Background: an optimization exercise with open tools, aiming at small area, a short achievable clock period and few clock cycles. Do not read the settings as production practice.
Function was checked by simulation only, so behaviour that the tests miss may differ from the original.
Power and IR drop assume default switching activity.

==> design/flow/design.v <==
module sha256_raw (
    input  wire         clk,
    input  wire         rst,           
    input  wire         start,         
    input  wire         init,          
    input  wire [255:0] state_in,      
    input  wire [7:0]   nblk,          
    output wire         idle,
    output reg          done,          
    output wire [255:0] state_out,
    input  wire         msg_valid,
    input  wire [31:0]  msg_data,
    output wire         msg_ready
);
    localparam [1:0] S_IDLE  = 2'd0,
                     S_LOAD  = 2'd1,    
                     S_ROUND = 2'd2,    
                     S_ADD   = 2'd3;    
    reg [1:0]  state;
    reg [31:0] h [0:7];         
    reg [31:0] a, b, c, d, e, f, g, hh;
    reg [31:0] w [0:15];        
    reg [5:0]  t;               
    reg [3:0]  wcnt;            
    reg [7:0]  left;            
    reg [31:0] kt;
    always @(*) begin
        case (t)
            6'd0:  kt = 32'h428a2f98; 6'd1:  kt = 32'h71374491;
            6'd2:  kt = 32'hb5c0fbcf; 6'd3:  kt = 32'he9b5dba5;
            6'd4:  kt = 32'h3956c25b; 6'd5:  kt = 32'h59f111f1;
            6'd6:  kt = 32'h923f82a4; 6'd7:  kt = 32'hab1c5ed5;
            6'd8:  kt = 32'hd807aa98; 6'd9:  kt = 32'h12835b01;
            6'd10: kt = 32'h243185be; 6'd11: kt = 32'h550c7dc3;
            6'd12: kt = 32'h72be5d74; 6'd13: kt = 32'h80deb1fe;
            6'd14: kt = 32'h9bdc06a7; 6'd15: kt = 32'hc19bf174;
            6'd16: kt = 32'he49b69c1; 6'd17: kt = 32'hefbe4786;
            6'd18: kt = 32'h0fc19dc6; 6'd19: kt = 32'h240ca1cc;
            6'd20: kt = 32'h2de92c6f; 6'd21: kt = 32'h4a7484aa;
            6'd22: kt = 32'h5cb0a9dc; 6'd23: kt = 32'h76f988da;
            6'd24: kt = 32'h983e5152; 6'd25: kt = 32'ha831c66d;
            6'd26: kt = 32'hb00327c8; 6'd27: kt = 32'hbf597fc7;
            6'd28: kt = 32'hc6e00bf3; 6'd29: kt = 32'hd5a79147;
            6'd30: kt = 32'h06ca6351; 6'd31: kt = 32'h14292967;
            6'd32: kt = 32'h27b70a85; 6'd33: kt = 32'h2e1b2138;
            6'd34: kt = 32'h4d2c6dfc; 6'd35: kt = 32'h53380d13;
            6'd36: kt = 32'h650a7354; 6'd37: kt = 32'h766a0abb;
            6'd38: kt = 32'h81c2c92e; 6'd39: kt = 32'h92722c85;
            6'd40: kt = 32'ha2bfe8a1; 6'd41: kt = 32'ha81a664b;
            6'd42: kt = 32'hc24b8b70; 6'd43: kt = 32'hc76c51a3;
            6'd44: kt = 32'hd192e819; 6'd45: kt = 32'hd6990624;
            6'd46: kt = 32'hf40e3585; 6'd47: kt = 32'h106aa070;
            6'd48: kt = 32'h19a4c116; 6'd49: kt = 32'h1e376c08;
            6'd50: kt = 32'h2748774c; 6'd51: kt = 32'h34b0bcb5;
            6'd52: kt = 32'h391c0cb3; 6'd53: kt = 32'h4ed8aa4a;
            6'd54: kt = 32'h5b9cca4f; 6'd55: kt = 32'h682e6ff3;
            6'd56: kt = 32'h748f82ee; 6'd57: kt = 32'h78a5636f;
            6'd58: kt = 32'h84c87814; 6'd59: kt = 32'h8cc70208;
            6'd60: kt = 32'h90befffa; 6'd61: kt = 32'ha4506ceb;
            6'd62: kt = 32'hbef9a3f7; default: kt = 32'hc67178f2;
        endcase
    end
    wire [31:0] s1    = {e[5:0], e[31:6]} ^ {e[10:0], e[31:11]} ^ {e[24:0], e[31:25]};
    wire [31:0] ch    = (e & f) ^ (~e & g);
    wire [31:0] temp1 = hh + s1 + ch + kt + w[0];
    wire [31:0] s0    = {a[1:0], a[31:2]} ^ {a[12:0], a[31:13]} ^ {a[21:0], a[31:22]};
    wire [31:0] maj   = (a & b) ^ (a & c) ^ (b & c);
    wire [31:0] temp2 = s0 + maj;
    wire [31:0] ws0   = {w[1][6:0], w[1][31:7]} ^ {w[1][17:0], w[1][31:18]} ^ (w[1] >> 3);
    wire [31:0] ws1   = {w[14][16:0], w[14][31:17]} ^ {w[14][18:0], w[14][31:19]} ^ (w[14] >> 10);
    wire [31:0] wnext = w[0] + ws0 + w[9] + ws1;
    assign idle      = (state == S_IDLE);
    assign msg_ready = (state == S_LOAD);
    assign state_out = {h[0], h[1], h[2], h[3], h[4], h[5], h[6], h[7]};
    integer i;
    always @(posedge clk) begin
        if (rst) begin
            state <= S_IDLE;
            done  <= 1'b0;
            t     <= 6'd0;
            wcnt  <= 4'd0;
            left  <= 8'd0;
            a <= 32'd0; b <= 32'd0; c <= 32'd0; d <= 32'd0;
            e <= 32'd0; f <= 32'd0; g <= 32'd0; hh <= 32'd0;
            for (i = 0; i < 8; i = i + 1)  h[i] <= 32'd0;
            for (i = 0; i < 16; i = i + 1) w[i] <= 32'd0;
        end else begin
            done <= 1'b0;
            case (state)
                S_IDLE: begin
                    if (start) begin
                        if (init) begin
                            h[0] <= 32'h6a09e667; h[1] <= 32'hbb67ae85;
                            h[2] <= 32'h3c6ef372; h[3] <= 32'ha54ff53a;
                            h[4] <= 32'h510e527f; h[5] <= 32'h9b05688c;
                            h[6] <= 32'h1f83d9ab; h[7] <= 32'h5be0cd19;
                        end else begin
                            for (i = 0; i < 8; i = i + 1)
                                h[i] <= state_in[255 - 32*i -: 32];
                        end
                        left  <= nblk;
                        wcnt  <= 4'd0;
                        state <= S_LOAD;
                    end
                end
                S_LOAD: begin
                    if (msg_valid) begin
                        for (i = 0; i < 15; i = i + 1) w[i] <= w[i+1];
                        w[15] <= msg_data;
                        wcnt  <= wcnt + 4'd1;
                        if (wcnt == 4'd15) begin
                            a <= h[0]; b <= h[1]; c <= h[2]; d <= h[3];
                            e <= h[4]; f <= h[5]; g <= h[6]; hh <= h[7];
                            t     <= 6'd0;
                            state <= S_ROUND;
                        end
                    end
                end
                S_ROUND: begin
                    hh <= g;
                    g  <= f;
                    f  <= e;
                    e  <= d + temp1;
                    d  <= c;
                    c  <= b;
                    b  <= a;
                    a  <= temp1 + temp2;
                    for (i = 0; i < 15; i = i + 1) w[i] <= w[i+1];
                    w[15] <= wnext;
                    t <= t + 6'd1;
                    if (t == 6'd63)
                        state <= S_ADD;
                end
                S_ADD: begin
                    h[0] <= h[0] + a; h[1] <= h[1] + b;
                    h[2] <= h[2] + c; h[3] <= h[3] + d;
                    h[4] <= h[4] + e; h[5] <= h[5] + f;
                    h[6] <= h[6] + g; h[7] <= h[7] + hh;
                    left <= left - 8'd1;
                    wcnt <= 4'd0;
                    if (left == 8'd1) begin
                        done  <= 1'b1;
                        state <= S_IDLE;
                    end else begin
                        state <= S_LOAD;
                    end
                end
            endcase
        end
    end
endmodule
==> design/flow/run.sh <==
#!/bin/bash
# synth_recipe.tcl (not shown) runs the flow's synth.tcl, then flattens the netlist and writes it again
# the make line also repeats each setting of config.mk as NAME=value (left out here)
make -C /OpenROAD-flow-scripts/flow DESIGN_CONFIG=/design/flow/config.mk WORK_HOME=/design/flow/orfs CLKGATE_MAP_FILE= SYNTH_SCRIPT=/design/flow/synth_recipe.tcl finish
==> design/flow/config.mk <==
export PLATFORM = sky130hd
export DESIGN_NAME = sha256_raw
export DESIGN_NICKNAME = sha256_raw
export VERILOG_FILES = /design/flow/design.v
export SDC_FILE = /design/flow/constraint.sdc
export NUM_CORES = 4
export LEC_CHECK = 0
export CAP_MARGIN = 20
export CORE_MARGIN = 2
export CORE_UTILIZATION = 40
export SLEW_MARGIN = 20
==> design/flow/constraint.sdc <==
create_clock -name core_clock -period 10.0 [get_ports {clk}]
set_input_delay 2.0000 -clock core_clock [delete_from_list [all_inputs] [get_ports {clk}]]
set_output_delay 2.0000 -clock core_clock [all_outputs]
set_load 0.01 [all_outputs]
==> metrics.yaml <==
portBuffers: 559
post_cts_resized: 0
clk_latency_ps: 830
cts_tree: "yes"
cp.arrival_ps: 9070
required_ps: 10680
slowest_stage: "dfxtp_1"
run_status: "timing/DRC/antenna clean"
synthesis.area_um2: 69400
yosysTopAreaCell: "dfxtp_1"
cpMostUsedCell: "fa_1"
cp_top_family: "adder cells"
path_clk_slew_ps: 60
hold_viol: 0
wire_per_inst_um: 25.9
powerDensity_nw_per_um2: 317
numCtsBuffers: 132
initial_core_util_pct: 40.3
io_pins: 560
place_congestion: 0.969
synth.avg_cell_area_um2: 7.94
power.switching_mw: 12.4
fill_cells: 16980
synth.top_cells.by_area: "dfxtp_1 (31%), ha_1 (7.1%), nand2_1 (7.1%), a21oi_1 (7.1%), fa_1 (5.6%)"
wl_um: 293000
r2r_start: "e[26]"
grt-ovfl-total: 0
clockPowerShare_pct: 19.4
path_class: "flip-flop to flip-flop"
drt_pass1_iterations: 8
worst_slew_pin_slew_ps: 1120
min_from: "w[11][5]"
die_width_um: 420
fmax_ghz: 0.119
cts-root-buf: "clkbuf_16"
crit_path_max_fanout: 7
dieArea_um2: 177000
cp_num_cells: 33
p_seq_share_pct: 24.2
finish.utilization_pct: 47.0
synth_warnings: 3
max_cap_violations: 0
rsz0062_at_grt: "false"
die_h_um: 420
worstRegToRegCells: 33
start_kind: "flip-flop"
antenna_found_initial: 17
coreArea_um2: 172000
final_cell_mix: "nand2_1 (1,316), dfxtp_1 (1,077), a21oi_1 (987)"
grt_pass1_wl_um: 423000
clkSinkCount: 1077
ys_ff_latch: 1077
path_buf_inv: 3
combPwrFrac_pct: 56.4
r2r-end: "a[31]"
fin_crit_ps: 8390
antenna_left: 0
hold-path-endpoint: "w[10][5]"
hold_buffers: 0
grt_pass1_vias: 61679
seq_area_frac_synth_pct: 31.1
setup_tns_ps: 0
period_share_pct: 83.9
whs_path_depth: 2
nets: 9777
drive_above_1_share_pct: 4.18
postSynthCellCount: 8739
vias: 65417
rows: 152
p_int_mw: 13.2
synth.top_cell.area_share_pct: 31.1
critical_path.max_stage_delay_ps: 590
r2r_setup_slack_ps: 1610
areaGrowthSynthToFinish_pct: 16.5
gr-usage-all-layers_pct: 32.1
drv_slew: 0
relSlewSlack_pct: 25.0
setup_violations: 0
ir_worst_vdd_mv: 0.592
synth-async-reset-ratio_pct: 0
final_common_cell: "nand2_1"
cts_setup_buffers: 0
netSwitchingFraction_pct: 48.6
finClkSkew_ps: 48.8
cts.htree.levels: 4
synth_cell_types: 92
dpl.hpwl_um: 224000
syn_nets: 9631
worstHoldPathType: "flip-flop to flip-flop"
cts_max_path_buffers: 3
crit_path_end_kind: "flip-flop"
leakage_nw: 32.0
routed_via_density: 5.79
synth_edf_count: 0
synthFlopType: "dfxtp_1"
first_iter_violations: 6255
drc: 0
grt_max_degree: 222
## metal layers
| metal | global-route usage [%] | vias up | routed length [µm] |
|---|---|---|---|
| met2 | 53.8 | 2371 | 139000 |
| met4 | 17.2 | 6 | 17400 |
| met1 | 40.1 | 31648 | 121000 |
| li1 | - | 30792 | - |
| met3 | 4.10 | 600 | 15400 |
| met5 | 0 | - | 41 |
## tightest hold or removal path: cells and delay by family (launching register included)
kind,cells,cell delay (ps)
flops,1,310
compound gates,1,50
simple gates,1,50
## flip-flops by register name, indices dropped and copies added, names as in the netlist, 2 cells and up
signal / flops
w: 512
e: 32
wcnt: 4
b: 32
left: 8
h: 256
c: 32
d: 32
state: 2
kt: 32
g: 32
t: 6
a: 32
f: 32
hh: 32
## final cells by class
class                      count  area (µm²)  share of cell area [%]
clock inverter                48         729                   0.903
timing repair buffer         642        6300                    7.79
antenna                       10        25.0                  0.0310
sequential                  1077       21600                    26.7
tap                         2310        2890                    3.58
multi-input combinational   6600       43900                    54.4
inverter                     432        1620                    2.01
clock buffer                 186        3760                    4.65
## power groups by stage
stage / Combinational, mW / Sequential (mW) / Clock [mW]
after floorplan: 9.80 / 5.60 / 0
after global placement: 14.2 / 6.25 / 0
after detailed placement: 14.2 / 6.25 / 0
after CTS: 14.3 / 6.17 / 5.04
after global routing: 15.8 / 6.22 / 5.20
final: 14.4 / 6.20 / 4.96
## metrics by stage
stage	hold slack, ps	setup slack, ps	cells	cell area [µm²]	total power, mW
3_5_place_dp	443	1690	11061	76300	20.5
4_1_cts	432	1640	11295	80800	25.5
6_report	438	1610	11305	80800	25.6
3_3_place_gp	438	1690	11061	76300	20.5
2_1_floorplan	432	2900	8739	69400	15.4
5_1_grt	457	1110	11304	80800	27.2
## logic make-up (layout without fill, tap and decap cells)
group                    Yosys count  count (layout)  share of synthesized area, %
AO/OA/AOI/OAI                   2591            2591                          23.6
AND/OR/NAND/NOR                 2568            2568                          15.5
flip-flops                      1077            1077                          31.1
buffers and inverters           1062            1308                          5.76
adder cells (fa/ha/maj)          594             594                          12.8
XOR/XNOR                         564             564                          7.12
multiplexers                     283             283                          4.16
other                              0              10                             0
## worst max path at each step
| stage | startpoint | endpoint |
|---|---|---|
| after floorplan | e[12] | a[31] |
| after global placement | e[26] | a[31] |
| after CTS | e[26] | a[24] |
| after detailed placement | e[26] | a[24] |
| after global routing | e[26] | a[24] |
| final | e[26] | a[31] |
## synthesized netlist by cell type, types with 26 or more instances
master	count
a211oi_1	350
a21o_1	226
a21oi_1	987
a221oi_1	122
a31oi_1	57
and3_1	53
buf_1	36
clkbuf_1	586
dfxtp_1	1077
fa_1	195
ha_1	396
inv_1	427
mux2_2	28
mux2i_1	252
nand2_1	1319
nand2b_1	58
nand3_1	83
nand4_1	30
nor2_1	727
nor2b_1	47
nor3_1	141
o211ai_1	46
o21a_1	65
o21ai_0	332
o21ai_1	73
o21bai_1	42
o221ai_1	32
o22ai_1	34
o31ai_1	26
or3_1	34
xnor2_1	406
xor2_1	158
Testbench counts, summed over its fixed seeds: cycles 150,826.

[afterwards: timing with drivers on the ports]
How much do the figures lean on ideal ports? The routed layout below was timed once more, with nothing changed but the port constraints. Step 1: set_driving_cell puts a clkbuf_16 on clk and a buf_2 on each other input, an assumption about the parent block. Step 2, shift: input delay + t, output delay - t, t = (earliest + latest rising clock arrival at the registers) / 2. This alone moves slack from input paths to output paths. Three values: no drivers, after step 1, after step 2; two values: the first two.
shift t [ns]: 0.883
setup slack, ns: 1.608 / 1.608 / 1.608
worst hold slack (ns): 0.438 / 0.438 / 0.438
After both steps setup and hold are still met in this run. The setup slack of this run moves by 0.000 ns with the drivers and by 0.000 ns with both steps.
